This is an optimization exercise on Yosys and OpenROAD, whose aim is small area, a short achievable clock period and few clock cycles per item, not a production implementation. No run shown here included a check of the RTL's function; only the layout flow was run.

==> flow/design.v <==
module dx_ecc (
    input  wire        clk,
    input  wire        rst,
    input  wire        in_valid,
    output wire        in_ready,
    input  wire        in_op,
    input  wire [63:0] in_data,
    input  wire [15:0] in_check,
    output reg         out_valid,
    output reg  [63:0] out_data,
    output reg  [15:0] out_check,
    output reg  [2:0]  out_status
);
    assign in_ready = 1'b1;
    function automatic [12:0] gf_pmul(input [6:0] a, input [6:0] b);
        integer i, j;
        begin
            gf_pmul = 13'd0;
            for (i = 0; i < 7; i = i + 1)
                for (j = 0; j < 7; j = j + 1)
                    gf_pmul[i + j] = gf_pmul[i + j] ^ (a[i] & b[j]);
        end
    endfunction
    function automatic [6:0] gf_mul(input [6:0] a, input [6:0] b);
        reg [12:0] p;
        integer i;
        begin
            p = 13'd0;
            for (i = 0; i < 7; i = i + 1)
                if (b[i]) p = p ^ ({6'd0, a} << i);
            for (i = 12; i >= 7; i = i - 1)
                if (p[i]) p = p ^ (13'h89 << (i - 7));
            gf_mul = p[6:0];
        end
    endfunction
    localparam [127:0] GF_INV3_T0 = 128'h85171f397d3521e1ec0715d9c155d956;
    localparam [127:0] GF_INV3_T1 = 128'h077bca8c40edde83cfa9b8fae20590f0;
    localparam [127:0] GF_INV3_T2 = 128'hd3d8a3c4b729aac8883ed3b1ef77e000;
    localparam [127:0] GF_INV3_T3 = 128'h9d7459fd639529fbdb72e2c062284688;
    localparam [127:0] GF_INV3_T4 = 128'h76d02a17ab13d34bf22b331b534913bc;
    localparam [127:0] GF_INV3_T5 = 128'h7a55ce6bcde0f5c45424a2b9e9a25f80;
    localparam [127:0] GF_INV3_T6 = 128'h4ae285f65b8d65a17edf971ddc8880a0;
    function automatic [6:0] gf_inv3(input [6:0] x);
        begin
            gf_inv3[0] = GF_INV3_T0[x];
            gf_inv3[1] = GF_INV3_T1[x];
            gf_inv3[2] = GF_INV3_T2[x];
            gf_inv3[3] = GF_INV3_T3[x];
            gf_inv3[4] = GF_INV3_T4[x];
            gf_inv3[5] = GF_INV3_T5[x];
            gf_inv3[6] = GF_INV3_T6[x];
        end
    endfunction
    localparam [127:0] IN_SET_T0 = 128'h341efc53e5ef0f6366edbbb9ab551f7e;
    function automatic [0:0] in_set(input [6:0] x);
        begin
            in_set[0] = IN_SET_T0[x];
        end
    endfunction
    function automatic [6:0] gf_sq(input [6:0] x);
        begin
            gf_sq[0] = ^(x & 7'h01);
            gf_sq[1] = ^(x & 7'h50);
            gf_sq[2] = ^(x & 7'h02);
            gf_sq[3] = ^(x & 7'h20);
            gf_sq[4] = ^(x & 7'h54);
            gf_sq[5] = ^(x & 7'h40);
            gf_sq[6] = ^(x & 7'h28);
        end
    endfunction
    function automatic [6:0] gf_ht(input [6:0] x);
        begin
            gf_ht[0] = ^(x & 7'h00);
            gf_ht[1] = ^(x & 7'h5c);
            gf_ht[2] = ^(x & 7'h58);
            gf_ht[3] = ^(x & 7'h60);
            gf_ht[4] = ^(x & 7'h16);
            gf_ht[5] = ^(x & 7'h68);
            gf_ht[6] = ^(x & 7'h48);
        end
    endfunction
    function automatic [6:0] gf_ht13(input [12:0] x);
        begin
            gf_ht13[0] = ^(x & 13'h0000);
            gf_ht13[1] = ^(x & 13'h13dc);
            gf_ht13[2] = ^(x & 13'h11d8);
            gf_ht13[3] = ^(x & 13'h1660);
            gf_ht13[4] = ^(x & 13'h0a16);
            gf_ht13[5] = ^(x & 13'h1ae8);
            gf_ht13[6] = ^(x & 13'h08c8);
        end
    endfunction
    function automatic [6:0] pois_lin(input [6:0] x);
        begin
            pois_lin[0] = ^(x & 7'h1c);
            pois_lin[1] = ^(x & 7'h33);
            pois_lin[2] = ^(x & 7'h12);
            pois_lin[3] = ^(x & 7'h2c);
            pois_lin[4] = ^(x & 7'h3b);
            pois_lin[5] = ^(x & 7'h2b);
            pois_lin[6] = ^(x & 7'h13);
        end
    endfunction
    wire [0:0] v_0;
    reg  [0:0] v_1;
    reg  [0:0] v_2;
    wire [0:0] op_0;
    reg  [0:0] op_1;
    reg  [0:0] op_2;
    wire [63:0] d_0;
    reg  [63:0] d_1;
    reg  [63:0] d_2;
    wire [15:0] c_0;
    reg  [15:0] c_1;
    wire [6:0] s1_0;
    reg  [6:0] s1_1;
    reg  [6:0] s1_2;
    wire [6:0] s3_0;
    reg  [6:0] s3_1;
    wire [0:0] q_0;
    reg  [0:0] q_1;
    wire [0:0] p1_0;
    reg  [0:0] p1_1;
    reg  [0:0] p1_2;
    wire [0:0] s15_0;
    reg  [0:0] s15_1;
    reg  [0:0] s15_2;
    wire [14:0] cb_1;
    reg  [14:0] cb_2;
    wire [6:0] e_1;
    wire [6:0] i3_1;
    wire [6:0] z_1;
    reg  [6:0] z_2;
    wire [0:0] t0_1;
    reg  [0:0] t0_2;
    wire [0:0] ez_1;
    reg  [0:0] ez_2;
    wire [0:0] szero_1;
    reg  [0:0] szero_2;
    wire [0:0] pz_1;
    reg  [0:0] pz_2;
    wire [6:0] x1_2;
    wire [6:0] x2_2;
    wire [0:0] in1_2;
    wire [0:0] in2_2;
    wire [0:0] s1z_2;
    wire [0:0] corr_2;
    wire [0:0] keep_2;
    wire [0:0] e78_2;
    wire [2:0] st_2;
    wire [77:0] hit_2;
    wire [63:0] od_2;
    reg  [63:0] od_3;
    wire [14:0] oc_2;
    reg  [14:0] oc_3;
    wire [2:0] ost_2;
    reg  [2:0] ost_3;
    wire [0:0] ov_2;
    reg  [0:0] ov_3;
    generate if (1) begin : g_in
        assign v_0 = in_valid;
        assign op_0 = in_op;
        assign d_0 = in_data;
        assign c_0 = in_check;
    end endgenerate
    generate if (1) begin : g_S
        wire [275:0] xt;
        assign xt[0] = d_0[10] ^ d_0[61];
        assign xt[1] = d_0[11] ^ d_0[62];
        assign xt[2] = d_0[3] ^ d_0[19];
        assign xt[3] = d_0[6] ^ d_0[58];
        assign xt[4] = d_0[9] ^ d_0[43];
        assign xt[5] = d_0[37] ^ d_0[38];
        assign xt[6] = d_0[44] ^ xt[0];
        assign xt[7] = d_0[5] ^ d_0[53];
        assign xt[8] = d_0[13] ^ d_0[42];
        assign xt[9] = d_0[16] ^ d_0[23];
        assign xt[10] = d_0[24] ^ d_0[36];
        assign xt[11] = d_0[45] ^ d_0[59];
        assign xt[12] = d_0[46] ^ d_0[60];
        assign xt[13] = d_0[1] ^ d_0[12];
        assign xt[14] = d_0[2] ^ d_0[25];
        assign xt[15] = d_0[4] ^ d_0[52];
        assign xt[16] = d_0[7] ^ d_0[41];
        assign xt[17] = d_0[14] ^ d_0[17];
        assign xt[18] = d_0[26] ^ d_0[47];
        assign xt[19] = d_0[20] ^ xt[1];
        assign xt[20] = d_0[35] ^ xt[9];
        assign xt[21] = d_0[54] ^ xt[3];
        assign xt[22] = d_0[57] ^ xt[4];
        assign xt[23] = d_0[15] ^ d_0[18];
        assign xt[24] = d_0[34] ^ d_0[39];
        assign xt[25] = d_0[48] ^ c_0[9];
        assign xt[26] = d_0[55] ^ d_0[63];
        assign xt[27] = d_0[8] ^ xt[8];
        assign xt[28] = d_0[32] ^ xt[2];
        assign xt[29] = d_0[33] ^ xt[5];
        assign xt[30] = c_0[7] ^ xt[10];
        assign xt[31] = c_0[8] ^ xt[14];
        assign xt[32] = d_0[31] ^ xt[6];
        assign xt[33] = d_0[0] ^ d_0[22];
        assign xt[34] = d_0[21] ^ d_0[27];
        assign xt[35] = d_0[40] ^ c_0[13];
        assign xt[36] = d_0[28] ^ xt[12];
        assign xt[37] = d_0[29] ^ xt[24];
        assign xt[38] = d_0[49] ^ xt[17];
        assign xt[39] = d_0[51] ^ xt[7];
        assign xt[40] = d_0[56] ^ xt[11];
        assign xt[41] = c_0[10] ^ xt[18];
        assign xt[42] = xt[16] ^ xt[26];
        assign xt[43] = d_0[30] ^ xt[22];
        assign xt[44] = c_0[11] ^ xt[30];
        assign xt[45] = xt[13] ^ xt[29];
        assign xt[46] = xt[15] ^ xt[21];
        assign xt[47] = xt[20] ^ xt[27];
        assign xt[48] = d_0[50] ^ xt[23];
        assign xt[49] = c_0[5] ^ xt[42];
        assign xt[50] = c_0[12] ^ xt[31];
        assign xt[51] = xt[19] ^ xt[25];
        assign xt[52] = c_0[6] ^ xt[47];
        assign xt[53] = xt[32] ^ xt[39];
        assign xt[54] = xt[33] ^ xt[46];
        assign xt[55] = xt[41] ^ xt[51];
        assign xt[56] = c_0[4] ^ xt[35];
        assign xt[57] = d_0[58] ^ xt[28];
        assign xt[58] = d_0[63] ^ xt[38];
        assign xt[59] = xt[6] ^ xt[48];
        assign xt[60] = xt[34] ^ xt[37];
        assign xt[61] = c_0[3] ^ xt[44];
        assign xt[62] = xt[1] ^ xt[43];
        assign xt[63] = xt[40] ^ xt[50];
        assign xt[64] = d_0[0] ^ d_0[48];
        assign xt[65] = d_0[4] ^ d_0[28];
        assign xt[66] = d_0[9] ^ d_0[23];
        assign xt[67] = d_0[11] ^ d_0[25];
        assign xt[68] = d_0[12] ^ d_0[15];
        assign xt[69] = d_0[19] ^ c_0[7];
        assign xt[70] = d_0[26] ^ d_0[59];
        assign xt[71] = d_0[32] ^ d_0[40];
        assign xt[72] = d_0[33] ^ d_0[61];
        assign xt[73] = d_0[41] ^ d_0[42];
        assign xt[74] = d_0[34] ^ xt[12];
        assign xt[75] = d_0[37] ^ xt[17];
        assign xt[76] = d_0[45] ^ xt[34];
        assign xt[77] = d_0[47] ^ xt[10];
        assign xt[78] = d_0[51] ^ xt[0];
        assign xt[79] = c_0[0] ^ xt[7];
        assign xt[80] = c_0[8] ^ xt[13];
        assign xt[81] = c_0[9] ^ xt[67];
        assign xt[82] = c_0[13] ^ xt[2];
        assign xt[83] = xt[4] ^ xt[73];
        assign xt[84] = xt[35] ^ xt[68];
        assign xt[85] = d_0[38] ^ xt[36];
        assign xt[86] = c_0[1] ^ xt[36];
        assign xt[87] = c_0[2] ^ xt[28];
        assign xt[88] = c_0[4] ^ xt[19];
        assign xt[89] = xt[5] ^ xt[20];
        assign xt[90] = xt[11] ^ xt[79];
        assign xt[91] = xt[21] ^ xt[77];
        assign xt[92] = d_0[5] ^ xt[60];
        assign xt[93] = d_0[29] ^ xt[45];
        assign xt[94] = d_0[57] ^ xt[57];
        assign xt[95] = d_0[62] ^ xt[32];
        assign xt[96] = xt[18] ^ xt[59];
        assign xt[97] = xt[22] ^ xt[58];
        assign xt[98] = xt[43] ^ xt[49];
        assign xt[99] = xt[44] ^ xt[75];
        assign xt[100] = xt[45] ^ xt[65];
        assign xt[101] = xt[49] ^ xt[80];
        assign xt[102] = d_0[24] ^ xt[63];
        assign xt[103] = d_0[27] ^ xt[52];
        assign xt[104] = d_0[36] ^ xt[54];
        assign xt[105] = d_0[39] ^ xt[53];
        assign xt[106] = xt[38] ^ xt[54];
        assign xt[107] = xt[52] ^ xt[53];
        assign xt[108] = xt[55] ^ xt[61];
        assign xt[109] = xt[56] ^ xt[107];
        assign xt[110] = d_0[1] ^ d_0[27];
        assign xt[111] = d_0[61] ^ xt[64];
        assign xt[112] = xt[71] ^ xt[110];
        assign xt[113] = xt[36] ^ xt[42];
        assign xt[114] = xt[111] ^ xt[112];
        assign xt[115] = xt[47] ^ xt[90];
        assign xt[116] = xt[113] ^ xt[114];
        assign xt[117] = xt[62] ^ xt[99];
        assign xt[118] = xt[115] ^ xt[116];
        assign xt[119] = xt[117] ^ xt[118];
        assign xt[120] = d_0[8] ^ d_0[56];
        assign xt[121] = xt[23] ^ xt[120];
        assign xt[122] = xt[83] ^ xt[121];
        assign xt[123] = xt[50] ^ xt[58];
        assign xt[124] = xt[86] ^ xt[91];
        assign xt[125] = xt[122] ^ xt[93];
        assign xt[126] = xt[95] ^ xt[123];
        assign xt[127] = xt[124] ^ xt[125];
        assign xt[128] = xt[126] ^ xt[127];
        assign xt[129] = d_0[7] ^ d_0[16];
        assign xt[130] = c_0[13] ^ xt[5];
        assign xt[131] = xt[8] ^ xt[11];
        assign xt[132] = xt[14] ^ xt[25];
        assign xt[133] = xt[26] ^ xt[129];
        assign xt[134] = xt[37] ^ xt[130];
        assign xt[135] = xt[131] ^ xt[132];
        assign xt[136] = xt[133] ^ xt[87];
        assign xt[137] = xt[134] ^ xt[135];
        assign xt[138] = xt[62] ^ xt[96];
        assign xt[139] = xt[136] ^ xt[137];
        assign xt[140] = xt[138] ^ xt[139];
        assign xt[141] = d_0[20] ^ d_0[49];
        assign xt[142] = d_0[55] ^ d_0[56];
        assign xt[143] = c_0[10] ^ xt[8];
        assign xt[144] = xt[16] ^ xt[66];
        assign xt[145] = xt[70] ^ xt[141];
        assign xt[146] = xt[142] ^ xt[143];
        assign xt[147] = xt[144] ^ xt[145];
        assign xt[148] = xt[146] ^ xt[147];
        assign xt[149] = xt[61] ^ xt[94];
        assign xt[150] = xt[100] ^ xt[148];
        assign xt[151] = xt[105] ^ xt[149];
        assign xt[152] = xt[150] ^ xt[151];
        assign xt[153] = d_0[10] ^ d_0[14];
        assign xt[154] = d_0[43] ^ d_0[50];
        assign xt[155] = d_0[57] ^ d_0[60];
        assign xt[156] = c_0[11] ^ xt[71];
        assign xt[157] = xt[153] ^ xt[154];
        assign xt[158] = xt[155] ^ xt[27];
        assign xt[159] = xt[29] ^ xt[156];
        assign xt[160] = xt[157] ^ xt[46];
        assign xt[161] = xt[88] ^ xt[158];
        assign xt[162] = xt[159] ^ xt[92];
        assign xt[163] = xt[160] ^ xt[161];
        assign xt[164] = xt[102] ^ xt[162];
        assign xt[165] = xt[163] ^ xt[164];
        assign xt[166] = d_0[3] ^ d_0[14];
        assign xt[167] = d_0[21] ^ d_0[22];
        assign xt[168] = d_0[35] ^ d_0[44];
        assign xt[169] = c_0[12] ^ xt[3];
        assign xt[170] = xt[24] ^ xt[70];
        assign xt[171] = xt[72] ^ xt[166];
        assign xt[172] = xt[167] ^ xt[168];
        assign xt[173] = xt[39] ^ xt[81];
        assign xt[174] = xt[84] ^ xt[169];
        assign xt[175] = xt[170] ^ xt[171];
        assign xt[176] = xt[172] ^ xt[85];
        assign xt[177] = xt[173] ^ xt[174];
        assign xt[178] = xt[175] ^ xt[98];
        assign xt[179] = xt[176] ^ xt[177];
        assign xt[180] = xt[178] ^ xt[179];
        assign xt[181] = d_0[60] ^ xt[16];
        assign xt[182] = xt[37] ^ xt[40];
        assign xt[183] = xt[41] ^ xt[84];
        assign xt[184] = xt[181] ^ xt[182];
        assign xt[185] = xt[183] ^ xt[95];
        assign xt[186] = xt[184] ^ xt[103];
        assign xt[187] = xt[104] ^ xt[185];
        assign xt[188] = xt[186] ^ xt[187];
        assign xt[189] = c_0[5] ^ xt[72];
        assign xt[190] = xt[28] ^ xt[30];
        assign xt[191] = xt[83] ^ xt[189];
        assign xt[192] = xt[90] ^ xt[190];
        assign xt[193] = xt[191] ^ xt[55];
        assign xt[194] = xt[192] ^ xt[106];
        assign xt[195] = xt[193] ^ xt[194];
        assign xt[196] = d_0[0] ^ d_0[17];
        assign xt[197] = xt[196] ^ xt[40];
        assign xt[198] = xt[82] ^ xt[88];
        assign xt[199] = xt[89] ^ xt[91];
        assign xt[200] = xt[197] ^ xt[101];
        assign xt[201] = xt[198] ^ xt[199];
        assign xt[202] = xt[105] ^ xt[200];
        assign xt[203] = xt[201] ^ xt[202];
        assign xt[204] = d_0[12] ^ d_0[13];
        assign xt[205] = d_0[52] ^ d_0[54];
        assign xt[206] = xt[9] ^ xt[204];
        assign xt[207] = xt[205] ^ xt[31];
        assign xt[208] = xt[82] ^ xt[206];
        assign xt[209] = xt[85] ^ xt[207];
        assign xt[210] = xt[208] ^ xt[92];
        assign xt[211] = xt[97] ^ xt[209];
        assign xt[212] = xt[108] ^ xt[210];
        assign xt[213] = xt[211] ^ xt[212];
        assign xt[214] = d_0[52] ^ c_0[1];
        assign xt[215] = c_0[6] ^ xt[33];
        assign xt[216] = xt[66] ^ xt[214];
        assign xt[217] = xt[74] ^ xt[76];
        assign xt[218] = xt[81] ^ xt[215];
        assign xt[219] = xt[216] ^ xt[57];
        assign xt[220] = xt[217] ^ xt[218];
        assign xt[221] = xt[96] ^ xt[99];
        assign xt[222] = xt[101] ^ xt[219];
        assign xt[223] = xt[220] ^ xt[221];
        assign xt[224] = xt[222] ^ xt[223];
        assign xt[225] = d_0[18] ^ d_0[21];
        assign xt[226] = d_0[41] ^ d_0[47];
        assign xt[227] = xt[12] ^ xt[15];
        assign xt[228] = xt[25] ^ xt[225];
        assign xt[229] = xt[226] ^ xt[31];
        assign xt[230] = xt[227] ^ xt[228];
        assign xt[231] = xt[229] ^ xt[230];
        assign xt[232] = xt[94] ^ xt[231];
        assign xt[233] = xt[232] ^ xt[109];
        assign xt[234] = d_0[2] ^ d_0[55];
        assign xt[235] = c_0[3] ^ c_0[12];
        assign xt[236] = xt[7] ^ xt[69];
        assign xt[237] = xt[234] ^ xt[235];
        assign xt[238] = xt[56] ^ xt[74];
        assign xt[239] = xt[236] ^ xt[237];
        assign xt[240] = xt[59] ^ xt[89];
        assign xt[241] = xt[238] ^ xt[239];
        assign xt[242] = xt[62] ^ xt[240];
        assign xt[243] = xt[241] ^ xt[104];
        assign xt[244] = xt[242] ^ xt[243];
        assign xt[245] = d_0[22] ^ d_0[46];
        assign xt[246] = d_0[53] ^ c_0[2];
        assign xt[247] = xt[23] ^ xt[69];
        assign xt[248] = xt[245] ^ xt[246];
        assign xt[249] = xt[78] ^ xt[247];
        assign xt[250] = xt[248] ^ xt[249];
        assign xt[251] = xt[55] ^ xt[100];
        assign xt[252] = xt[250] ^ xt[102];
        assign xt[253] = xt[103] ^ xt[251];
        assign xt[254] = xt[252] ^ xt[253];
        assign xt[255] = d_0[2] ^ d_0[7];
        assign xt[256] = xt[2] ^ xt[3];
        assign xt[257] = xt[15] ^ xt[64];
        assign xt[258] = xt[255] ^ xt[19];
        assign xt[259] = xt[76] ^ xt[78];
        assign xt[260] = xt[256] ^ xt[257];
        assign xt[261] = xt[258] ^ xt[259];
        assign xt[262] = xt[260] ^ xt[93];
        assign xt[263] = xt[97] ^ xt[261];
        assign xt[264] = xt[262] ^ xt[263];
        assign xt[265] = c_0[0] ^ c_0[14];
        assign xt[266] = xt[265] ^ xt[48];
        assign xt[267] = xt[45] ^ xt[60];
        assign xt[268] = xt[86] ^ xt[87];
        assign xt[269] = xt[266] ^ xt[63];
        assign xt[270] = xt[98] ^ xt[267];
        assign xt[271] = xt[268] ^ xt[106];
        assign xt[272] = xt[108] ^ xt[269];
        assign xt[273] = xt[270] ^ xt[109];
        assign xt[274] = xt[271] ^ xt[272];
        assign xt[275] = xt[273] ^ xt[274];
        assign s1_0[0] = xt[119];
        assign s1_0[1] = xt[128];
        assign s1_0[2] = xt[140];
        assign s1_0[3] = xt[152];
        assign s1_0[4] = xt[165];
        assign s1_0[5] = xt[180];
        assign s1_0[6] = xt[188];
        assign s3_0[0] = xt[195];
        assign s3_0[1] = xt[203];
        assign s3_0[2] = xt[213];
        assign s3_0[3] = xt[224];
        assign s3_0[4] = xt[233];
        assign s3_0[5] = xt[244];
        assign s3_0[6] = xt[254];
        assign q_0 = xt[264];
        assign p1_0 = xt[275];
        assign s15_0 = c_0[15];
    end endgenerate
    generate if (1) begin : g_cb
        wire [13:0] rd;
        wire [40:0] xr;
        assign xr[0] = s1_1[0] ^ s3_1[0];
        assign xr[1] = s1_1[1] ^ s3_1[3];
        assign xr[2] = s1_1[2] ^ s3_1[6];
        assign xr[3] = s1_1[3] ^ s1_1[5];
        assign xr[4] = xr[1] ^ xr[2];
        assign xr[5] = s1_1[4] ^ s1_1[6];
        assign xr[6] = s3_1[1] ^ s3_1[5];
        assign xr[7] = s3_1[2] ^ xr[0];
        assign xr[8] = s3_1[4] ^ xr[5];
        assign xr[9] = xr[3] ^ xr[4];
        assign xr[10] = s1_1[6] ^ xr[1];
        assign xr[11] = s3_1[2] ^ xr[6];
        assign xr[12] = s3_1[5] ^ xr[0];
        assign xr[13] = s1_1[3] ^ xr[4];
        assign xr[14] = xr[0] ^ xr[8];
        assign xr[15] = xr[6] ^ xr[9];
        assign xr[16] = s3_1[0] ^ s3_1[5];
        assign xr[17] = xr[2] ^ xr[3];
        assign xr[18] = xr[5] ^ xr[16];
        assign xr[19] = xr[17] ^ xr[18];
        assign xr[20] = s3_1[3] ^ xr[2];
        assign xr[21] = xr[11] ^ xr[20];
        assign xr[22] = s1_1[2] ^ s1_1[5];
        assign xr[23] = xr[22] ^ xr[14];
        assign xr[24] = xr[3] ^ xr[10];
        assign xr[25] = xr[3] ^ xr[12];
        assign xr[26] = s1_1[5] ^ s3_1[4];
        assign xr[27] = s3_1[5] ^ xr[26];
        assign xr[28] = xr[7] ^ xr[27];
        assign xr[29] = xr[10] ^ xr[11];
        assign xr[30] = xr[3] ^ xr[7];
        assign xr[31] = xr[8] ^ xr[30];
        assign xr[32] = xr[7] ^ xr[13];
        assign xr[33] = s1_1[4] ^ xr[12];
        assign xr[34] = xr[13] ^ xr[33];
        assign xr[35] = s1_1[4] ^ s3_1[1];
        assign xr[36] = xr[35] ^ xr[7];
        assign xr[37] = xr[9] ^ xr[36];
        assign xr[38] = xr[14] ^ xr[15];
        assign xr[39] = s3_1[2] ^ xr[8];
        assign xr[40] = xr[9] ^ xr[39];
        assign rd[0] = xr[19];
        assign rd[1] = xr[21];
        assign rd[2] = xr[23];
        assign rd[3] = xr[24];
        assign rd[4] = xr[25];
        assign rd[5] = xr[15];
        assign rd[6] = xr[28];
        assign rd[7] = xr[29];
        assign rd[8] = xr[31];
        assign rd[9] = xr[32];
        assign rd[10] = xr[34];
        assign rd[11] = xr[37];
        assign rd[12] = xr[38];
        assign rd[13] = xr[40];
        assign cb_1 = op_1 ? c_1[14:0] : {q_1, rd ^ c_1[13:0]};
    end endgenerate
    generate if (1) begin : g_E
        assign e_1 = gf_mul(s1_1, gf_sq(s1_1)) ^ s3_1;
        assign i3_1 = gf_inv3(s1_1);
    end endgenerate
    generate if (1) begin : g_K
        wire [12:0] kp = gf_pmul(s3_1, i3_1);
        assign z_1 = gf_ht13(kp);
        assign t0_1 = ^(kp & 13'h0881);
        assign ez_1 = (e_1 == 7'd0);
        assign szero_1 = (s1_1 == 7'd0) && (e_1 == 7'd0);
        wire [6:0] ts1 = s1_1 ^ 7'h40;
        wire tz = (ts1 == 7'd0) && (e_1 == 7'h12);
        wire ts = in_set(ts1) && (e_1 == (pois_lin(s1_1) ^ 7'h12));
        wire [1:0] tp = {s15_1, p1_1} ^ 2'd2;
        assign pz_1 = (tz && (tp != 2'd3)) || (ts && (tp == 2'd1));
    end endgenerate
    generate if (1) begin : g_X
        assign x1_2 = gf_mul(s1_2, z_2);
        assign x2_2 = x1_2 ^ s1_2;
        assign in1_2 = in_set(x1_2);
        assign in2_2 = in_set(x2_2);
        assign s1z_2 = (s1_2 == 7'd0);
    end endgenerate
    generate if (1) begin : g_st
        wire ok1 = !s1z_2 && ez_2 && in2_2;
        wire ok2 = !s1z_2 && !ez_2 && t0_2 && in1_2 && in2_2;
        wire one = (ok1 && p1_2 && !s15_2) || (szero_2 && (p1_2 ^ s15_2));
        wire two = (ok2 && !p1_2 && !s15_2) || (ok1 && (p1_2 == s15_2)) || (szero_2 && p1_2 && s15_2);
        wire clean = szero_2 && !p1_2 && !s15_2;
        assign st_2 = !op_2 || clean ? 3'd0 : one ? 3'd1 : two ? 3'd2 : pz_2 ? 3'd3 : 3'd4;
        assign corr_2 = op_2 && (one || two);
        assign keep_2 = !op_2 || clean || one || two;
        assign e78_2 = p1_2 ^ (ez_2 && !szero_2);
    end endgenerate
    generate if (1) begin : g_hit
        assign hit_2[0] = (x1_2 == 7'h01) || (x2_2 == 7'h01);
        assign hit_2[1] = (x1_2 == 7'h02) || (x2_2 == 7'h02);
        assign hit_2[2] = (x1_2 == 7'h04) || (x2_2 == 7'h04);
        assign hit_2[3] = (x1_2 == 7'h08) || (x2_2 == 7'h08);
        assign hit_2[4] = (x1_2 == 7'h10) || (x2_2 == 7'h10);
        assign hit_2[5] = (x1_2 == 7'h20) || (x2_2 == 7'h20);
        assign hit_2[6] = (x1_2 == 7'h40) || (x2_2 == 7'h40);
        assign hit_2[7] = (x1_2 == 7'h09) || (x2_2 == 7'h09);
        assign hit_2[8] = (x1_2 == 7'h12) || (x2_2 == 7'h12);
        assign hit_2[9] = (x1_2 == 7'h24) || (x2_2 == 7'h24);
        assign hit_2[10] = (x1_2 == 7'h48) || (x2_2 == 7'h48);
        assign hit_2[11] = (x1_2 == 7'h19) || (x2_2 == 7'h19);
        assign hit_2[12] = (x1_2 == 7'h32) || (x2_2 == 7'h32);
        assign hit_2[13] = (x1_2 == 7'h64) || (x2_2 == 7'h64);
        assign hit_2[14] = (x1_2 == 7'h41) || (x2_2 == 7'h41);
        assign hit_2[15] = (x1_2 == 7'h0b) || (x2_2 == 7'h0b);
        assign hit_2[16] = (x1_2 == 7'h16) || (x2_2 == 7'h16);
        assign hit_2[17] = (x1_2 == 7'h2c) || (x2_2 == 7'h2c);
        assign hit_2[18] = (x1_2 == 7'h58) || (x2_2 == 7'h58);
        assign hit_2[19] = (x1_2 == 7'h39) || (x2_2 == 7'h39);
        assign hit_2[20] = (x1_2 == 7'h72) || (x2_2 == 7'h72);
        assign hit_2[21] = (x1_2 == 7'h6d) || (x2_2 == 7'h6d);
        assign hit_2[22] = (x1_2 == 7'h53) || (x2_2 == 7'h53);
        assign hit_2[23] = (x1_2 == 7'h2f) || (x2_2 == 7'h2f);
        assign hit_2[24] = (x1_2 == 7'h5e) || (x2_2 == 7'h5e);
        assign hit_2[25] = (x1_2 == 7'h35) || (x2_2 == 7'h35);
        assign hit_2[26] = (x1_2 == 7'h6a) || (x2_2 == 7'h6a);
        assign hit_2[27] = (x1_2 == 7'h5d) || (x2_2 == 7'h5d);
        assign hit_2[28] = (x1_2 == 7'h33) || (x2_2 == 7'h33);
        assign hit_2[29] = (x1_2 == 7'h66) || (x2_2 == 7'h66);
        assign hit_2[30] = (x1_2 == 7'h45) || (x2_2 == 7'h45);
        assign hit_2[31] = (x1_2 == 7'h03) || (x2_2 == 7'h03);
        assign hit_2[32] = (x1_2 == 7'h06) || (x2_2 == 7'h06);
        assign hit_2[33] = (x1_2 == 7'h0c) || (x2_2 == 7'h0c);
        assign hit_2[34] = (x1_2 == 7'h18) || (x2_2 == 7'h18);
        assign hit_2[35] = (x1_2 == 7'h30) || (x2_2 == 7'h30);
        assign hit_2[36] = (x1_2 == 7'h60) || (x2_2 == 7'h60);
        assign hit_2[37] = (x1_2 == 7'h49) || (x2_2 == 7'h49);
        assign hit_2[38] = (x1_2 == 7'h1b) || (x2_2 == 7'h1b);
        assign hit_2[39] = (x1_2 == 7'h36) || (x2_2 == 7'h36);
        assign hit_2[40] = (x1_2 == 7'h6c) || (x2_2 == 7'h6c);
        assign hit_2[41] = (x1_2 == 7'h51) || (x2_2 == 7'h51);
        assign hit_2[42] = (x1_2 == 7'h2b) || (x2_2 == 7'h2b);
        assign hit_2[43] = (x1_2 == 7'h56) || (x2_2 == 7'h56);
        assign hit_2[44] = (x1_2 == 7'h25) || (x2_2 == 7'h25);
        assign hit_2[45] = (x1_2 == 7'h4a) || (x2_2 == 7'h4a);
        assign hit_2[46] = (x1_2 == 7'h1d) || (x2_2 == 7'h1d);
        assign hit_2[47] = (x1_2 == 7'h3a) || (x2_2 == 7'h3a);
        assign hit_2[48] = (x1_2 == 7'h74) || (x2_2 == 7'h74);
        assign hit_2[49] = (x1_2 == 7'h61) || (x2_2 == 7'h61);
        assign hit_2[50] = (x1_2 == 7'h4b) || (x2_2 == 7'h4b);
        assign hit_2[51] = (x1_2 == 7'h1f) || (x2_2 == 7'h1f);
        assign hit_2[52] = (x1_2 == 7'h3e) || (x2_2 == 7'h3e);
        assign hit_2[53] = (x1_2 == 7'h7c) || (x2_2 == 7'h7c);
        assign hit_2[54] = (x1_2 == 7'h71) || (x2_2 == 7'h71);
        assign hit_2[55] = (x1_2 == 7'h6b) || (x2_2 == 7'h6b);
        assign hit_2[56] = (x1_2 == 7'h5f) || (x2_2 == 7'h5f);
        assign hit_2[57] = (x1_2 == 7'h37) || (x2_2 == 7'h37);
        assign hit_2[58] = (x1_2 == 7'h6e) || (x2_2 == 7'h6e);
        assign hit_2[59] = (x1_2 == 7'h55) || (x2_2 == 7'h55);
        assign hit_2[60] = (x1_2 == 7'h23) || (x2_2 == 7'h23);
        assign hit_2[61] = (x1_2 == 7'h46) || (x2_2 == 7'h46);
        assign hit_2[62] = (x1_2 == 7'h05) || (x2_2 == 7'h05);
        assign hit_2[63] = (x1_2 == 7'h0a) || (x2_2 == 7'h0a);
        assign hit_2[64] = (x1_2 == 7'h14) || (x2_2 == 7'h14);
        assign hit_2[65] = (x1_2 == 7'h28) || (x2_2 == 7'h28);
        assign hit_2[66] = (x1_2 == 7'h50) || (x2_2 == 7'h50);
        assign hit_2[67] = (x1_2 == 7'h29) || (x2_2 == 7'h29);
        assign hit_2[68] = (x1_2 == 7'h52) || (x2_2 == 7'h52);
        assign hit_2[69] = (x1_2 == 7'h2d) || (x2_2 == 7'h2d);
        assign hit_2[70] = (x1_2 == 7'h5a) || (x2_2 == 7'h5a);
        assign hit_2[71] = (x1_2 == 7'h3d) || (x2_2 == 7'h3d);
        assign hit_2[72] = (x1_2 == 7'h7a) || (x2_2 == 7'h7a);
        assign hit_2[73] = (x1_2 == 7'h7d) || (x2_2 == 7'h7d);
        assign hit_2[74] = (x1_2 == 7'h73) || (x2_2 == 7'h73);
        assign hit_2[75] = (x1_2 == 7'h6f) || (x2_2 == 7'h6f);
        assign hit_2[76] = (x1_2 == 7'h57) || (x2_2 == 7'h57);
        assign hit_2[77] = (x1_2 == 7'h27) || (x2_2 == 7'h27);
    end endgenerate
    generate if (1) begin : g_out
        assign od_2 = {64{keep_2}} & (d_2 ^ ({64{corr_2}} & hit_2[77:14]));
        assign oc_2 = {15{keep_2}} & (cb_2 ^ ({15{corr_2}} & {e78_2, hit_2[13:0]}));
        assign ost_2 = st_2;
        assign ov_2 = v_2;
    end endgenerate
    always @(posedge clk) begin
        v_1 <= rst ? 1'b0 : v_0;
        v_2 <= rst ? 1'b0 : v_1;
        op_1 <= op_0;
        op_2 <= op_1;
        d_1 <= d_0;
        d_2 <= d_1;
        c_1 <= c_0;
        s1_1 <= s1_0;
        s1_2 <= s1_1;
        s3_1 <= s3_0;
        q_1 <= q_0;
        p1_1 <= p1_0;
        p1_2 <= p1_1;
        s15_1 <= s15_0;
        s15_2 <= s15_1;
        cb_2 <= cb_1;
        z_2 <= z_1;
        t0_2 <= t0_1;
        ez_2 <= ez_1;
        szero_2 <= szero_1;
        pz_2 <= pz_1;
        od_3 <= od_2;
        oc_3 <= oc_2;
        ost_3 <= ost_2;
        ov_3 <= rst ? 1'b0 : ov_2;
    end
    always @* begin
        out_valid  = ov_3;
        out_data   = od_3;
        out_check  = {1'b0, oc_3};
        out_status = ost_3;
    end
endmodule
==> flow/flow/run.sh <==
#!/bin/bash
# Own flow: the standard layout (standard synthesis unchanged), with
#  - port buffers of sky130_fd_sc_hd__buf_2 instead of the automatically chosen cell;
set -euo pipefail
bash standard.sh \
  "SETUP_SLACK_MARGIN=${FLOW_SETUP_MARGIN:-9.7}" \
  "BUFFER_PORTS_ARGS=-buffer_cell sky130_fd_sc_hd__buf_2" \
  finish > standard_make.log 2>&1
==> flow/standard.sh <==
#!/bin/bash
# synth_recipe.tcl (not shown) runs the flow's synth.tcl, then flattens the netlist and writes it again
# the make line also repeats each setting of config.mk as NAME=value (left out here)
make -C /OpenROAD-flow-scripts/flow DESIGN_CONFIG=/design/flow/config.mk WORK_HOME=/design/flow/orfs CLKGATE_MAP_FILE= SYNTH_SCRIPT=/design/flow/synth_recipe.tcl "${@:-finish}"
==> flow/config.mk <==
export PLATFORM = sky130hd
export DESIGN_NAME = dx_ecc
export DESIGN_NICKNAME = dx_ecc
export VERILOG_FILES = /design/flow/design.v
export SDC_FILE = /design/flow/constraint.sdc
export NUM_CORES = 4
export LEC_CHECK = 0
export CAP_MARGIN = 20
export CORE_MARGIN = 2
export CORE_UTILIZATION = 60
export CTS_BUF_LIST = sky130_fd_sc_hd__clkbuf_4 sky130_fd_sc_hd__clkbuf_8
export SLEW_MARGIN = 20
==> flow/constraint.sdc <==
create_clock -name core_clock -period 14.0 [get_ports {clk}]
set_input_delay 2.8000 -clock core_clock [delete_from_list [all_inputs] [get_ports {clk}]]
set_output_delay 2.8000 -clock core_clock [all_outputs]
set_load 0.01 [all_outputs]
==> results of run 1 <==
[critical path, cell delays in order (launching register included)]
cell and delay (ns):
dfxtp_2 0.41, nand2_1 0.13, xor2_2 0.27, xor3_1 0.58, xor3_1 0.62, nand3_1 0.52
o2111ai_2 0.44, o31ai_4 0.15, buf_12 0.21, a21oi_4 0.36, buf_6 0.23, nand2_1 0.10
mux2i_1 0.22
[final cells by class]
cell class                      instances  area (um2)
Antenna cell                            1       2.502
Clock buffer                           65       825.8
Timing Repair Buffer                  229        1508
Inverter                               23       97.59
Tap cell                              378       473.0
Timing Repair inverter                  1       5.005
Clock inverter                         12       152.6
Fill cell                            2127        7520
Sequential cell                       281        5672
Multi-Input combinational cell       1435       11450
[cell families after synthesis]
logic type,after synthesis,synth area share (%)
compound gates,312,14.07
flops,281,33.39
fa+ha+maj,27,2.005
other cells,2,0.04458
xor+xnor,520,29.69
simple gates,508,13.85
buf+inv,125,3.327
mux,57,3.617
[synth_stat cells, drive strengths merged (4+ instances only)]
library cell  instances  area (um2)
mux2i                53       530.5
or3                   8       50.05
a211o                 6       52.55
o22ai                45       287.8
xor2                103       902.1
a32oi                 4       35.03
a22oi                 5       37.54
nand2               209       784.5
xnor3                23       520.5
buf                  51       282.8
nor3b                 5       42.54
or4                   6       45.04
o2111ai               5       50.04
a221oi                4       35.03
xnor2               387        3412
nor2b                20       125.1
nand3                31       155.2
nor2                123       461.7
a31oi                 8       50.05
dfxtp               281        5625
nor3                 15       75.07
nand4                 6       37.54
clkbuf               51       191.4
a31o                  5       43.80
xor3                  7       167.7
o22a                 28       245.2
o31ai                 5       51.30
inv                  23       86.33
o21ai                33       165.2
ha                   27       337.8
a311oi                8       70.07
a211oi               63       573.1
a21o                  8       61.31
o211ai                5       37.54
nand3b                7       52.55
nand2b               60       375.4
a21oi                41       209.0
a2111oi               5       43.79
[flip-flops by register name (all words and copies together), names as in the netlist, 6 cells and up]
name  cells
od_3     64
s1_2      7
c_1      15
d_2      64
d_1      64
cb_2     15
s3_1      7
z_2       6
oc_3     15
s1_1      7
[how the worst min path moves through the flow]
stage | end | slack, ns | cells past startpoint | from
4_1_cts | d_2[25] | 0.31 | 0 | d_1[25]
5_1_grt | d_2[0] | 0.32 | 0 | d_1[0]
2_1_floorplan | d_2[0] | 0.31 | 0 | d_1[0]
6_report | d_2[34] | 0.31 | 0 | d_1[34]
3_5_place_dp | d_2[29] | 0.31 | 0 | d_1[29]
3_3_place_gp | d_2[32] | 0.31 | 0 | d_1[32]
[per-layer routing]
metal / GRT usage (%) / wire [um]
met1: 51.38 / 22870
met2: 54.41 / 24550
met3: 5.384 / 5886
met4: 11.75 / 2108
met5: 0 / 11
[stage by stage]
step	cell area [um2]	std cells	worst slack [ns]	utilization (%)	hold slack [ns]
3_3_place_gp	17880	2286	8.627	64.54	0.3099
5_1_grt	20180	2424	9.616	72.85	0.3204
3_5_place_dp	17880	2286	8.458	64.54	0.3121
2_1_floorplan	16950	1832	9.575	-	0.3096
4_1_cts	19350	2382	9.668	69.85	0.3142
6_report	20190	2425	9.646	72.86	0.3074
[placed cells by master (no fill, tap or decap), types with 6 or more instances in the layout]
master,count
a211o_1,6
a211oi_1,38
a211oi_2,24
a21o_1,7
a21oi_1,38
a311oi_1,8
a31oi_1,7
buf_2,166
buf_4,42
buf_6,8
clkbuf_4,11
clkbuf_8,55
dfxtp_1,266
dfxtp_4,11
ha_1,22
inv_1,18
mux2i_1,53
nand2_1,206
nand2b_1,59
nand3_1,30
nand3b_1,7
nand4_1,6
nor2_1,121
nor2b_1,19
nor3_1,13
o211a_4,8
o21ai_0,30
o22a_1,28
o22ai_1,44
or3_1,8
xnor2_1,353
xnor2_2,32
xnor3_1,20
xor2_1,85
xor2_2,15
[repair_timing]
item | CTS | global route
gates resized for setup | 66 | 72
setup endpoints to repair | 90 | 94
setup buffers | 14 | 29
cloned | 5 | 13
hold buffers | 0 | 0
pin swaps | 9 | 25
==> out/results.ini, run 1 <==
[setup_path]
critPathArrivalTime_ns = 4.81
worstRegToRegCells = 12
reg2reg_setup_slack_ns = 9.65
crit_path_max_fanout = 10
rr_endpoint = od_3[44]
critPathRequiredTime_ns = 14.46
cp-startpoint = z_2[3]
crit_type = reg -> reg
critPathLaunchType = flop
cp-end-kind = flop
endpoint = od_3[44]
reg2reg_from = z_2[3]

[logic_synthesis]
synthFlopType = dfxtp_1
postSynthCellCount = 1832
avgSynthCellArea_um2 = 9.196
yosysWarnings = 1
yosysSeqAreaShare_pct = 33.39
synth_nets = 1943
async_flop_share_pct = 0
ys_types = 85
syn_area_mm2 = 0.01685
ys_ff_latch = 281
synth_edf_count = 0

[drt]
drt_iter0_drc = 1992
drt-wirelength-per-cell_um = 22.85
ant_nets = 0
drt-vias-per-instance = 6.006
drt_pass1_iterations = 6
vias = 14570
drc_errors = 0
wl_mm = 55.42

[cts]
clock_latency_ns = 0.55
clkTransAtPathRegs_ns = 0.06
cts_tree = yes
cts-htree-levels = 2
clk_root_buffer_cell = clkbuf_8
cts_sinks = 281
cts_made_buffers = 43
clock_path_buffers = 3

[sta]
min_period_ns = 4.354
maxSlewViolCount = 0
skew_ns = 0.02218
finalCritPeriodShare_pct = 31.10
slew-limit-headroom_pct = 43.18
finalHoldViolCount = 0
fmax_mhz = 229.6
fin_setup_tns_ns = 0
rsz0062_at_grt = true
setup_viol = 0
worstMarginPinSlew_ns = 0.8461

[place]
dp_hpwl_mm = 38.43
portBuffers = 166
routabilityCongestion = 0.9938

[run]
max_cap_viol_count = 0

[die]
die_w_um = 171.6
die_area_mm2 = 0.02943
core_mm2 = 0.02771
die_y_um = 171.6
num_io_pins = 169
core.rowCount = 61
initial_utilization_pct = 60.80

[global_routing]
grt_pass1_wl_mm = 79.03
antenna_found_initial = 1
grt_pass1_vias = 13190
grt_overflow_total = 0
grt_max_degree = 89
grt_usage_pct = 35.60

[cells_and_area]
area_growth_pct = 19.82
fin_nets = 2125
drive_gt1_share_pct = 22.43

[outcome]
outcome = finished clean

[worst_hold_path]
hold_class = reg -> reg

==> inputs of run 2 (changes only) <==
--- a/flow/design.v
+++ b/flow/design.v
@@ -106,7 +106,6 @@
     reg  [0:0] v_2;
     wire [0:0] op_0;
     reg  [0:0] op_1;
-    reg  [0:0] op_2;
     wire [63:0] d_0;
     reg  [63:0] d_1;
     reg  [63:0] d_2;
@@ -121,32 +120,36 @@
     reg  [0:0] q_1;
     wire [0:0] p1_0;
     reg  [0:0] p1_1;
-    reg  [0:0] p1_2;
     wire [0:0] s15_0;
     reg  [0:0] s15_1;
-    reg  [0:0] s15_2;
     wire [14:0] cb_1;
     reg  [14:0] cb_2;
     wire [6:0] e_1;
     wire [6:0] i3_1;
     wire [6:0] z_1;
     reg  [6:0] z_2;
-    wire [0:0] t0_1;
-    reg  [0:0] t0_2;
-    wire [0:0] ez_1;
-    reg  [0:0] ez_2;
-    wire [0:0] szero_1;
-    reg  [0:0] szero_2;
+    wire [0:0] a1_1;
+    reg  [0:0] a1_2;
+    wire [0:0] a2_1;
+    reg  [0:0] a2_2;
+    wire [0:0] a3_1;
+    reg  [0:0] a3_2;
+    wire [0:0] b1_1;
+    reg  [0:0] b1_2;
+    wire [0:0] b2_1;
+    reg  [0:0] b2_2;
+    wire [0:0] cl_1;
+    reg  [0:0] cl_2;
     wire [0:0] pz_1;
     reg  [0:0] pz_2;
+    wire [0:0] e78_1;
+    reg  [0:0] e78_2;
     wire [6:0] x1_2;
     wire [6:0] x2_2;
     wire [0:0] in1_2;
     wire [0:0] in2_2;
-    wire [0:0] s1z_2;
     wire [0:0] corr_2;
     wire [0:0] keep_2;
-    wire [0:0] e78_2;
     wire [2:0] st_2;
     wire [77:0] hit_2;
     wire [63:0] od_2;
@@ -526,9 +529,17 @@
     generate if (1) begin : g_K
         wire [12:0] kp = gf_pmul(s3_1, i3_1);
         assign z_1 = gf_ht13(kp);
-        assign t0_1 = ^(kp & 13'h0881);
-        assign ez_1 = (e_1 == 7'd0);
-        assign szero_1 = (s1_1 == 7'd0) && (e_1 == 7'd0);
+        wire t0 = ^(kp & 13'h0881);
+        wire ez = (e_1 == 7'd0);
+        wire s1z = (s1_1 == 7'd0);
+        wire szero = s1z && ez;
+        assign a1_1 = op_1 && !s1z && ez && p1_1 && !s15_1;
+        assign a2_1 = op_1 && !s1z && ez && (p1_1 == s15_1);
+        assign a3_1 = op_1 && !s1z && !ez && t0 && !p1_1 && !s15_1;
+        assign b1_1 = op_1 && szero && (p1_1 ^ s15_1);
+        assign b2_1 = op_1 && szero && p1_1 && s15_1;
+        assign cl_1 = !op_1 || (szero && !p1_1 && !s15_1);
+        assign e78_1 = p1_1 ^ (ez && !szero);
         wire [6:0] ts1 = s1_1 ^ 7'h40;
         wire tz = (ts1 == 7'd0) && (e_1 == 7'h12);
         wire ts = in_set(ts1) && (e_1 == (pois_lin(s1_1) ^ 7'h12));
@@ -540,18 +551,13 @@
         assign x2_2 = x1_2 ^ s1_2;
         assign in1_2 = in_set(x1_2);
         assign in2_2 = in_set(x2_2);
-        assign s1z_2 = (s1_2 == 7'd0);
     end endgenerate
     generate if (1) begin : g_st
-        wire ok1 = !s1z_2 && ez_2 && in2_2;
-        wire ok2 = !s1z_2 && !ez_2 && t0_2 && in1_2 && in2_2;
-        wire one = (ok1 && p1_2 && !s15_2) || (szero_2 && (p1_2 ^ s15_2));
-        wire two = (ok2 && !p1_2 && !s15_2) || (ok1 && (p1_2 == s15_2)) || (szero_2 && p1_2 && s15_2);
-        wire clean = szero_2 && !p1_2 && !s15_2;
-        assign st_2 = !op_2 || clean ? 3'd0 : one ? 3'd1 : two ? 3'd2 : pz_2 ? 3'd3 : 3'd4;
-        assign corr_2 = op_2 && (one || two);
-        assign keep_2 = !op_2 || clean || one || two;
-        assign e78_2 = p1_2 ^ (ez_2 && !szero_2);
+        wire one = b1_2 || (a1_2 && in2_2);
+        wire two = b2_2 || (a2_2 && in2_2) || (a3_2 && in1_2 && in2_2);
+        assign st_2 = cl_2 ? 3'd0 : one ? 3'd1 : two ? 3'd2 : pz_2 ? 3'd3 : 3'd4;
+        assign corr_2 = one || two;
+        assign keep_2 = cl_2 || one || two;
     end endgenerate
     generate if (1) begin : g_hit
         assign hit_2[0] = (x1_2 == 7'h01) || (x2_2 == 7'h01);
@@ -634,8 +640,8 @@
         assign hit_2[77] = (x1_2 == 7'h27) || (x2_2 == 7'h27);
     end endgenerate
     generate if (1) begin : g_out
-        assign od_2 = {64{keep_2}} & (d_2 ^ ({64{corr_2}} & hit_2[77:14]));
-        assign oc_2 = {15{keep_2}} & (cb_2 ^ ({15{corr_2}} & {e78_2, hit_2[13:0]}));
+        assign od_2 = corr_2 ? (d_2 ^ hit_2[77:14]) : (d_2 & {64{keep_2}});
+        assign oc_2 = corr_2 ? (cb_2 ^ {e78_2, hit_2[13:0]}) : (cb_2 & {15{keep_2}});
         assign ost_2 = st_2;
         assign ov_2 = v_2;
     end endgenerate
@@ -643,7 +649,6 @@
         v_1 <= rst ? 1'b0 : v_0;
         v_2 <= rst ? 1'b0 : v_1;
         op_1 <= op_0;
-        op_2 <= op_1;
         d_1 <= d_0;
         d_2 <= d_1;
         c_1 <= c_0;
@@ -652,15 +657,17 @@
         s3_1 <= s3_0;
         q_1 <= q_0;
         p1_1 <= p1_0;
-        p1_2 <= p1_1;
         s15_1 <= s15_0;
-        s15_2 <= s15_1;
         cb_2 <= cb_1;
         z_2 <= z_1;
-        t0_2 <= t0_1;
-        ez_2 <= ez_1;
-        szero_2 <= szero_1;
+        a1_2 <= a1_1;
+        a2_2 <= a2_1;
+        a3_2 <= a3_1;
+        b1_2 <= b1_1;
+        b2_2 <= b2_1;
+        cl_2 <= cl_1;
         pz_2 <= pz_1;
+        e78_2 <= e78_1;
         od_3 <= od_2;
         oc_3 <= oc_2;
         ost_3 <= ost_2;
==> flow/flow/run.sh (replaced) <==
#!/bin/bash
# Own flow: the standard layout (standard synthesis unchanged), with
#  - port buffers of sky130_fd_sc_hd__buf_2 instead of the automatically chosen cell;
set -euo pipefail
bash standard.sh \
  "SETUP_SLACK_MARGIN=${FLOW_SETUP_MARGIN:-9.5}" \
  "BUFFER_PORTS_ARGS=-buffer_cell sky130_fd_sc_hd__buf_2" \
  finish > standard_make.log 2>&1
==> run 2 against run 1 <==
Against the previous run: sequential share of layout area is 1.7 points higher; routed wire length rose by 1.1%; non-clock buffer count fell by 31; synthesized cell count is 0.93% lower; worst hold slack got worse by 0.012 ns; cell count down 3.7%; global-route usage is 1.2 points higher; first-iteration DRC count grew 4.5%; worst setup slack got worse by 0.093 ns.
==> out/results.ini, run 2 <==
[sta]
fin_setup_tns_ns = 0  ; unchanged
fmax_mhz = 224.9  ; was 229.6 MHz
finalHoldViolCount = 0  ; unchanged
finalCritPeriodShare_pct = 31.76  ; was 31.10%
maxSlewViolCount = 0  ; unchanged
slew-limit-headroom_pct = 34.86  ; was 43.18%
min_period_ns = 4.447  ; was 4.354 ns
setup_viol = 0  ; unchanged
rsz0062_at_grt = true  ; unchanged
skew_ns = 0.05427  ; was 0.02218 ns
worstMarginPinSlew_ns = 0.9702  ; was 0.8461 ns

[setup_path]
crit_type = in -> reg  ; was reg -> reg
crit_path_max_fanout = 3  ; was 10
critPathRequiredTime_ns = 14.48  ; was 14.46 ns
critPathLaunchType = primary input  ; was flop
critPathArrivalTime_ns = 4.93  ; was 4.81 ns
worstRegToRegCells = 14  ; was 12
cp-end-kind = flop  ; unchanged

[logic_synthesis]
synthTopCellsByArea = dfxtp_1, xnor2_1, xor2_1, a211o_1, nand2_1  ; was dfxtp_1, xnor2_1, xor2_1, nand2_1, mux2i_1
yosysWarnings = 1  ; unchanged
netlist_top_cells_count = xnor2_1, dfxtp_1, nand2_1, xor2_1, nor3_1  ; was xnor2_1, dfxtp_1, nand2_1, nor2_1, xor2_1
avgSynthCellArea_um2 = 9.100  ; was 9.196 um2
synth_nets = 1929  ; was 1,943
syn_area_mm2 = 0.01652  ; was 0.01685 mm2
yosys.area.top_type = dfxtp_1  ; unchanged
synthFlopType = dfxtp_1  ; unchanged
ys_ff_latch = 282  ; was 281
yosysTopAreaCellShare_pct = 34.18  ; was 33.39%
synth_edf_count = 0  ; unchanged
yosysSeqAreaShare_pct = 34.18  ; was 33.39%
postSynthCellCount = 1815  ; was 1,832
async_flop_share_pct = 0  ; unchanged
synth.most_common_cell = xnor2_1  ; unchanged
ys_types = 82  ; was 85

[drt]
wl_met3_mm = 5.828  ; was 5.886 mm
drt_pass1_iterations = 7  ; was 6
wl_mm = 56.03  ; was 55.42 mm
ant_nets = 0  ; unchanged
wl_met1_mm = 23.28  ; was 22.87 mm
dr_wl_met2_mm = 24.98  ; was 24.55 mm
drt-vias-per-instance = 6.362  ; was 6.006
drt-wirelength-per-cell_um = 24.00  ; was 22.85 um
drc_errors = 0  ; unchanged
routed.top_layer = met4  ; was met5
drt_iter0_drc = 2082  ; was 1,992
vias = 14860  ; was 14,570

[cts]
cts_tree = yes  ; unchanged
clock_latency_ns = 0.60  ; was 0.55 ns
clkTransAtPathRegs_ns = 0.06  ; about the same
cts_hold_buf = 0  ; unchanged
clk_root_buffer_cell = clkbuf_8  ; unchanged
cts-htree-levels = 2  ; unchanged
cts_sinks = 282  ; was 281
cts_made_buffers = 44  ; was 43
clock_path_buffers = 3  ; unchanged

[outcome]
outcome = finished clean  ; unchanged

[die]
num_io_pins = 169  ; unchanged
core.rowCount = 60  ; was 61
die_y_um = 169.9  ; was 171.6 um
die_w_um = 169.9  ; was 171.6 um
initial_utilization_pct = 61.11  ; was 60.80%
core_mm2 = 0.02703  ; was 0.02771 mm2
die_area_mm2 = 0.02887  ; was 0.02943 mm2

[cells_and_area]
layoutNonFillerInstCount = 2335  ; was 2,425
largestRegisters = d_1: 64 flops, d_2: 64 flops, od_3: 64 flops  ; unchanged
area_growth_pct = 14.86  ; was 19.82%
multi_input_area_mm2 = 0.01056  ; was 0.01145 mm2
final-seq-area_mm2 = 0.005654  ; was 0.005672 mm2
drive_gt1_share_pct = 17.58  ; was 22.43%
filler_cell_count = 2096  ; was 2,127
fin_nets = 2072  ; was 2,125
layout_commonest_cell = xnor2_1  ; unchanged
final_cell_mix = xnor2_1, dfxtp_1, nand2_1, buf_2, xor2_1  ; was xnor2_1, dfxtp_1, nand2_1, buf_2, nor2_1

[place]
portBuffers = 166  ; unchanged
dp_hpwl_mm = 39.99  ; was 38.43 mm
routabilityCongestion = 0.9868  ; was 0.9938
place_inst = 2232  ; was 2,286

[run]
max_cap_viol_count = 0  ; unchanged

[global_routing]
grt_pass1_vias = 13460  ; was 13,190
grt_overflow_total = 0  ; unchanged
grt_max_degree = 84  ; was 89
grt_pass1_wl_mm = 80.59  ; was 79.03 mm
grt_usage_pct = 36.75  ; was 35.60%
antenna_found_initial = 1  ; unchanged

[worst_hold_path]
hold_class = reg -> reg  ; unchanged
holdPathStages = 0  ; unchanged

-- run 2: path summary, 6_finish.rpt --
kind,startpoint,end,slack (ns)
max,in_data[42],p1_1,9.55
min,d_1[37],d_2[37],0.30
max reg2reg,s1_2[4],od_3[29],9.61
min reg2reg,d_1[37],d_2[37],0.30
-- run 2: cell type report --
type,count,area share (%)
multi-input cells,1403,55.67
flip-flops and latches,282,29.80
repair buffers,198,6.312
clock buffers,68,4.439
well taps,341,2.249
clock inverters,11,0.8112
inverters,28,0.6464
diodes,3,0.03957
repair inverters,1,0.02638
-- run 2: through the flow --
stage / utilization (%) / instance area (um2) / hold WS [ns] / setup WS (ns)
2_1_floorplan: - / 16520 / 0.3096 / 9.541
3_3_place_gp: 64.32 / 17380 / 0.3113 / 8.678
3_5_place_dp: 64.32 / 17380 / 0.3121 / 8.528
4_1_cts: 68.84 / 18610 / 0.3099 / 9.522
5_1_grt: 70.17 / 18960 / 0.3150 / 9.461
6_report: 70.19 / 18970 / 0.2952 / 9.553
-- run 2: worst max-delay path, stage by stage --
cell     delay [ns]
buf_2          0.15
xnor2_1        0.60
xnor2_2        0.24
xnor2_1        0.40
xnor2_1        0.23
xnor2_1        0.18
xnor2_1        0.17
xnor2_1        0.15
-- run 2: logic make-up after synthesis --
family	Yosys count	share of synthesized area, %
adders and majority gates	30	2.273
other	2	0.04547
AOI/OAI and AO/OA	351	16.17
DFF	282	34.18
xor gates and xnor gates	481	27.36
and+or+nand+nor	521	15.18
buffers and inverters	130	3.598
muxes	18	1.182
-- run 2: metal layers --
layer  GRT usage, %  up-vias
met5              0        -
li1               -     6632
met1          51.95     7124
met2          57.07      944
met3          6.395      156
met4          12.00        0
-- run 2: timing repair --
item | in CTS | in global routing
endpoints found under the setup margin | 92 | 89
buffers inserted | 5 | 11
pin swaps | 3 | 3
gates cloned | 1 | 4
resized for setup | 37 | 32
==> inputs of run 3 (changes only) <==
--- a/flow/design.v
+++ b/flow/design.v
@@ -68,6 +68,17 @@
             gf_sq[6] = ^(x & 7'h28);
         end
     endfunction
+    function automatic [6:0] gf_cube(input [6:0] x);
+        begin
+            gf_cube[0] = x[0] ^ x[5] ^ (x[1] & x[3]) ^ (x[2] & x[3]) ^ (x[2] & x[6]) ^ (x[3] & x[4]) ^ (x[3] & x[5]) ^ (x[3] & x[6]) ^ (x[4] & x[5]) ^ (x[4] & x[6]);
+            gf_cube[1] = x[4] ^ x[5] ^ (x[0] & x[1]) ^ (x[0] & x[4]) ^ (x[0] & x[6]) ^ (x[1] & x[6]) ^ (x[2] & x[3]) ^ (x[2] & x[4]) ^ (x[2] & x[5]) ^ (x[4] & x[6]) ^ (x[5] & x[6]);
+            gf_cube[2] = x[3] ^ (x[0] & x[1]) ^ (x[0] & x[2]) ^ (x[1] & x[4]) ^ (x[1] & x[6]) ^ (x[2] & x[5]) ^ (x[3] & x[5]) ^ (x[4] & x[5]) ^ (x[4] & x[6]);
+            gf_cube[3] = x[1] ^ x[5] ^ x[6] ^ (x[0] & x[3]) ^ (x[0] & x[5]) ^ (x[1] & x[3]) ^ (x[2] & x[3]) ^ (x[2] & x[4]) ^ (x[2] & x[6]) ^ (x[3] & x[5]) ^ (x[3] & x[6]) ^ (x[5] & x[6]);
+            gf_cube[4] = x[4] ^ x[6] ^ (x[0] & x[2]) ^ (x[0] & x[6]) ^ (x[1] & x[2]) ^ (x[1] & x[5]) ^ (x[1] & x[6]) ^ (x[2] & x[3]) ^ (x[2] & x[4]) ^ (x[2] & x[5]) ^ (x[3] & x[4]) ^ (x[3] & x[5]) ^ (x[3] & x[6]) ^ (x[4] & x[6]) ^ (x[5] & x[6]);
+            gf_cube[5] = x[3] ^ x[4] ^ (x[0] & x[5]) ^ (x[0] & x[6]) ^ (x[1] & x[2]) ^ (x[1] & x[3]) ^ (x[1] & x[4]) ^ (x[1] & x[6]) ^ (x[3] & x[5]) ^ (x[3] & x[6]) ^ (x[4] & x[5]) ^ (x[5] & x[6]);
+            gf_cube[6] = x[2] ^ x[6] ^ (x[0] & x[3]) ^ (x[0] & x[5]) ^ (x[0] & x[6]) ^ (x[1] & x[4]) ^ (x[1] & x[6]) ^ (x[2] & x[4]) ^ (x[3] & x[4]) ^ (x[3] & x[5]) ^ (x[4] & x[6]);
+        end
+    endfunction
     function automatic [6:0] gf_ht(input [6:0] x);
         begin
             gf_ht[0] = ^(x & 7'h00);
@@ -523,7 +534,7 @@
         assign cb_1 = op_1 ? c_1[14:0] : {q_1, rd ^ c_1[13:0]};
     end endgenerate
     generate if (1) begin : g_E
-        assign e_1 = gf_mul(s1_1, gf_sq(s1_1)) ^ s3_1;
+        assign e_1 = gf_cube(s1_1) ^ s3_1;
         assign i3_1 = gf_inv3(s1_1);
     end endgenerate
     generate if (1) begin : g_K
==> run 3 against run 2 <==
Against the previous run: worst hold slack better by 0.0036 ns; routed wire length decreased by 5.1%; cell count fell by 1.7%; critical endpoint is now oc_3[2].
==> out/results.ini, run 3 <==
[outcome]
outcome = finished clean  ; unchanged

[setup_path]
max_stage_delay_ns = 0.50  ; was 0.60 ns
path_cells = nand2_1, xor2_2, xnor2_2, xnor3_2, inv_1, ha_1, or3_1, a32o_1, o2111ai_2, o311ai_4, a311o_2, buf_12, nor2_4, buf_4, buf_12, a211o_1  ; was buf_2, xnor2_1, xnor2_2, xnor2_1, xnor2_1, xnor2_1, xnor2_1, xnor2_1
critPathSlowestCell = dfxtp_2  ; was xnor2_1
critPathArrivalTime_ns = 4.90  ; was 4.93 ns
cp_common_cell = buf_12  ; was xnor2_1
cp-end-kind = flop  ; unchanged
critPathTopFamily = compound AO/OA/AOI/OAI gates  ; was XOR/XNOR gates
crit_type = reg -> reg  ; was in -> reg
critPathLaunchType = flop  ; was primary input
critPathRequiredTime_ns = 14.48  ; about the same
crit_path_max_fanout = 41  ; was 3
critical_path_buf_inv_count = 4  ; was 1

[cts]
clock_path_buffers = 3  ; unchanged
clkTransAtPathRegs_ns = 0.06  ; about the same
cts_hold_buf = 0  ; unchanged
cts-htree-levels = 2  ; unchanged
cts_tree = yes  ; unchanged
cts_made_buffers = 44  ; unchanged
clk_root_buffer_cell = clkbuf_8  ; unchanged
clock_latency_ns = 0.58  ; was 0.60 ns
cts_sinks = 282  ; unchanged

[global_routing]
antenna_found_initial = 1  ; unchanged
grt_overflow_total = 0  ; unchanged
grt_pass1_wl_mm = 78.19  ; was 80.59 mm
met1_usage_pct = 52.47  ; was 51.95%
use_met3_pct = 5.354  ; was 6.395%
grt_usage_pct = 35.87  ; was 36.75%
grt_pass1_vias = 13070  ; was 13,460
grt_max_degree = 83  ; was 84
busiest_layer = met2  ; unchanged
met2_usage_pct = 55.57  ; was 57.07%

[cells_and_area]
largestRegisters = d_1: 64 flops, d_2: 64 flops, od_3: 64 flops  ; unchanged
final_cell_mix = xnor2_1, dfxtp_1, nand2_1, buf_2, xor2_1  ; unchanged
drive_gt1_share_pct = 17.89  ; was 17.58%
filler_cell_count = 2112  ; was 2,096
area_growth_pct = 15.12  ; was 14.86%
layout_commonest_cell = xnor2_1  ; unchanged
fin_nets = 2039  ; was 2,072

[worst_hold_path]
hold_class = reg -> reg  ; unchanged

[sta]
fmax_mhz = 226.6  ; was 224.9 MHz
finalHoldViolCount = 0  ; unchanged
min_period_ns = 4.413  ; was 4.447 ns
fin_setup_tns_ns = 0  ; unchanged
maxSlewViolCount = 0  ; unchanged
holdWs_ns = 0.2988  ; was 0.2952 ns
finalCritPeriodShare_pct = 31.52  ; was 31.76%
worstMarginPinSlew_ns = 0.7888  ; was 0.9702 ns
rsz0062_at_grt = false  ; was true
setup_viol = 0  ; unchanged
slew-limit-headroom_pct = 47.04  ; was 34.86%
skew_ns = 0.04584  ; was 0.05427 ns

[run]
max_cap_viol_count = 0  ; unchanged

[place]
dp_hpwl_mm = 38.38  ; was 39.99 mm
portBuffers = 166  ; unchanged
routabilityCongestion = 1.029  ; was 0.9868

[drt]
vias = 14290  ; was 14,860
drt_iter0_drc = 2062  ; was 2,082
drt_pass1_iterations = 6  ; was 7
wl_mm = 53.18  ; was 56.03 mm
drt-vias-per-instance = 6.225  ; was 6.362
drc_errors = 0  ; unchanged
drt-wirelength-per-cell_um = 23.17  ; was 24.00 um
ant_nets = 0  ; unchanged

[logic_synthesis]
avgSynthCellArea_um2 = 9.159  ; was 9.100 um2
synthTopCellsByArea = dfxtp_1, xnor2_1, xor2_1, a211o_1, nand2_1  ; unchanged
synth_edf_count = 0  ; unchanged
netlist_top_cells_count = xnor2_1, dfxtp_1, nand2_1, xor2_1, nor3_1  ; unchanged
synth_nets = 1891  ; was 1,929
ys_types = 74  ; was 82
yosysTopAreaCellShare_pct = 34.76  ; was 34.18%
postSynthCellCount = 1773  ; was 1,815
yosysSeqAreaShare_pct = 34.76  ; was 34.18%
synth.most_common_cell = xnor2_1  ; unchanged
syn_area_mm2 = 0.01624  ; was 0.01652 mm2
synthFlopType = dfxtp_1  ; unchanged
yosysWarnings = 1  ; unchanged
yosys.area.top_type = dfxtp_1  ; unchanged
ys_ff_latch = 282  ; unchanged
async_flop_share_pct = 0  ; unchanged

[die]
num_io_pins = 169  ; unchanged
initial_utilization_pct = 60.76  ; was 61.11%
die_w_um = 168.5  ; was 169.9 um
die_y_um = 168.5  ; was 169.9 um
die_area_mm2 = 0.02840  ; was 0.02887 mm2
core.rowCount = 60  ; unchanged
core_mm2 = 0.02673  ; was 0.02703 mm2

[run 3: timing repair]
action | CTS | global route
setup endpoints to repair | 85 | 85
gates resized for setup | 25 | 36
pin swaps | 2 | 12
gates cloned | 0 | 3
setup buffers | 2 | 16
[run 3: metal layers]
layer	share of wire, %	vias to the layer above	wire (um)
li1	-	6463	-
met1	43	6756	22730
met2	44	940	23320
met3	11	127	5601
met4	2.9	0	1525
met5	0	-	0
[run 3: logic make-up (layout without fill, tap and decap cells)]
kind of cell,Yosys count,count (layout),share of synthesized area (%)
multiplexers,19,19,1.348
AO/OA/AOI/OAI,314,314,15.07
XOR/XNOR,488,488,27.47
adder cells (fa/ha/maj),34,34,2.620
buffers and inverters,119,297,3.313
flip-flops,282,282,34.76
AND/OR/NAND/NOR,515,515,15.37
other,2,5,0.04625
[run 3: layout make-up]
class                   instances  area, um2  area share (%)
clock buffers                  60      782.0           4.183
diodes                          3      7.507         0.04016
inverters                      18      67.56          0.3614
clock inverters                16      249.0           1.332
flip-flops and latches        282       5670           30.33
well taps                     341      426.7           2.282
repair buffers                203       1197           6.405
multi-input cells            1372      10290           55.07
[run 3: final timing paths]
check             startpoint      end  slack, ns  cells past startpoint
setup / recovery     s1_2[4]  oc_3[2]       9.59                     16
setup reg to reg     s1_2[4]  oc_3[2]       9.59                     16
hold reg to reg      d_1[14]  d_2[14]       0.30                      0
hold / removal       d_1[14]  d_2[14]       0.30                      0
[run 3: through the flow]
stage	setup WS, ns	area, um2	std cells	util (%)
global placement	8.573	17170	2195	64.24
detailed placement	8.317	17170	2195	64.24
floorplan	9.552	16240	1773	-
CTS	9.500	18350	2273	68.65
global route	9.480	18690	2292	69.93
finish	9.587	18700	2295	69.95

==> afterwards: timing with drivers on the ports <==
Ports are ideal in the flow. The routed layouts listed here were re-timed in OpenROAD.
Step 1: set_driving_cell puts a clkbuf_16 on clk and a buf_2 on each other input, an assumption about the parent block.
Step 2 moves the port delays by t, midway between the first and last clock arrival at a register: inputs arrive t later, outputs are due t later. That takes back most of the time a late clock gives input paths.
Slacks: no drivers / after step 1 / after step 2; pairs: no drivers / after step 1.
run	t, ns	setup slack, ns	worst setup path after step 2	clock arrival spread, ns	worst slew at a driven data input, ns
run 1	0.588	9.646 / 9.646 / 9.174	input to register	0.027 / 0.026	0.05
run 2	0.622	9.553 / 9.580 / 8.958	input to register	0.055 / 0.054	0.08
run 3	0.607	9.587 / 9.587 / 9.085	input to register	0.049 / 0.050	0.05
After both steps every run listed still meets setup and hold. For run 2, which loses most, drivers alone change the setup slack by +0.027 ns; drivers and shift together by -0.595 ns.
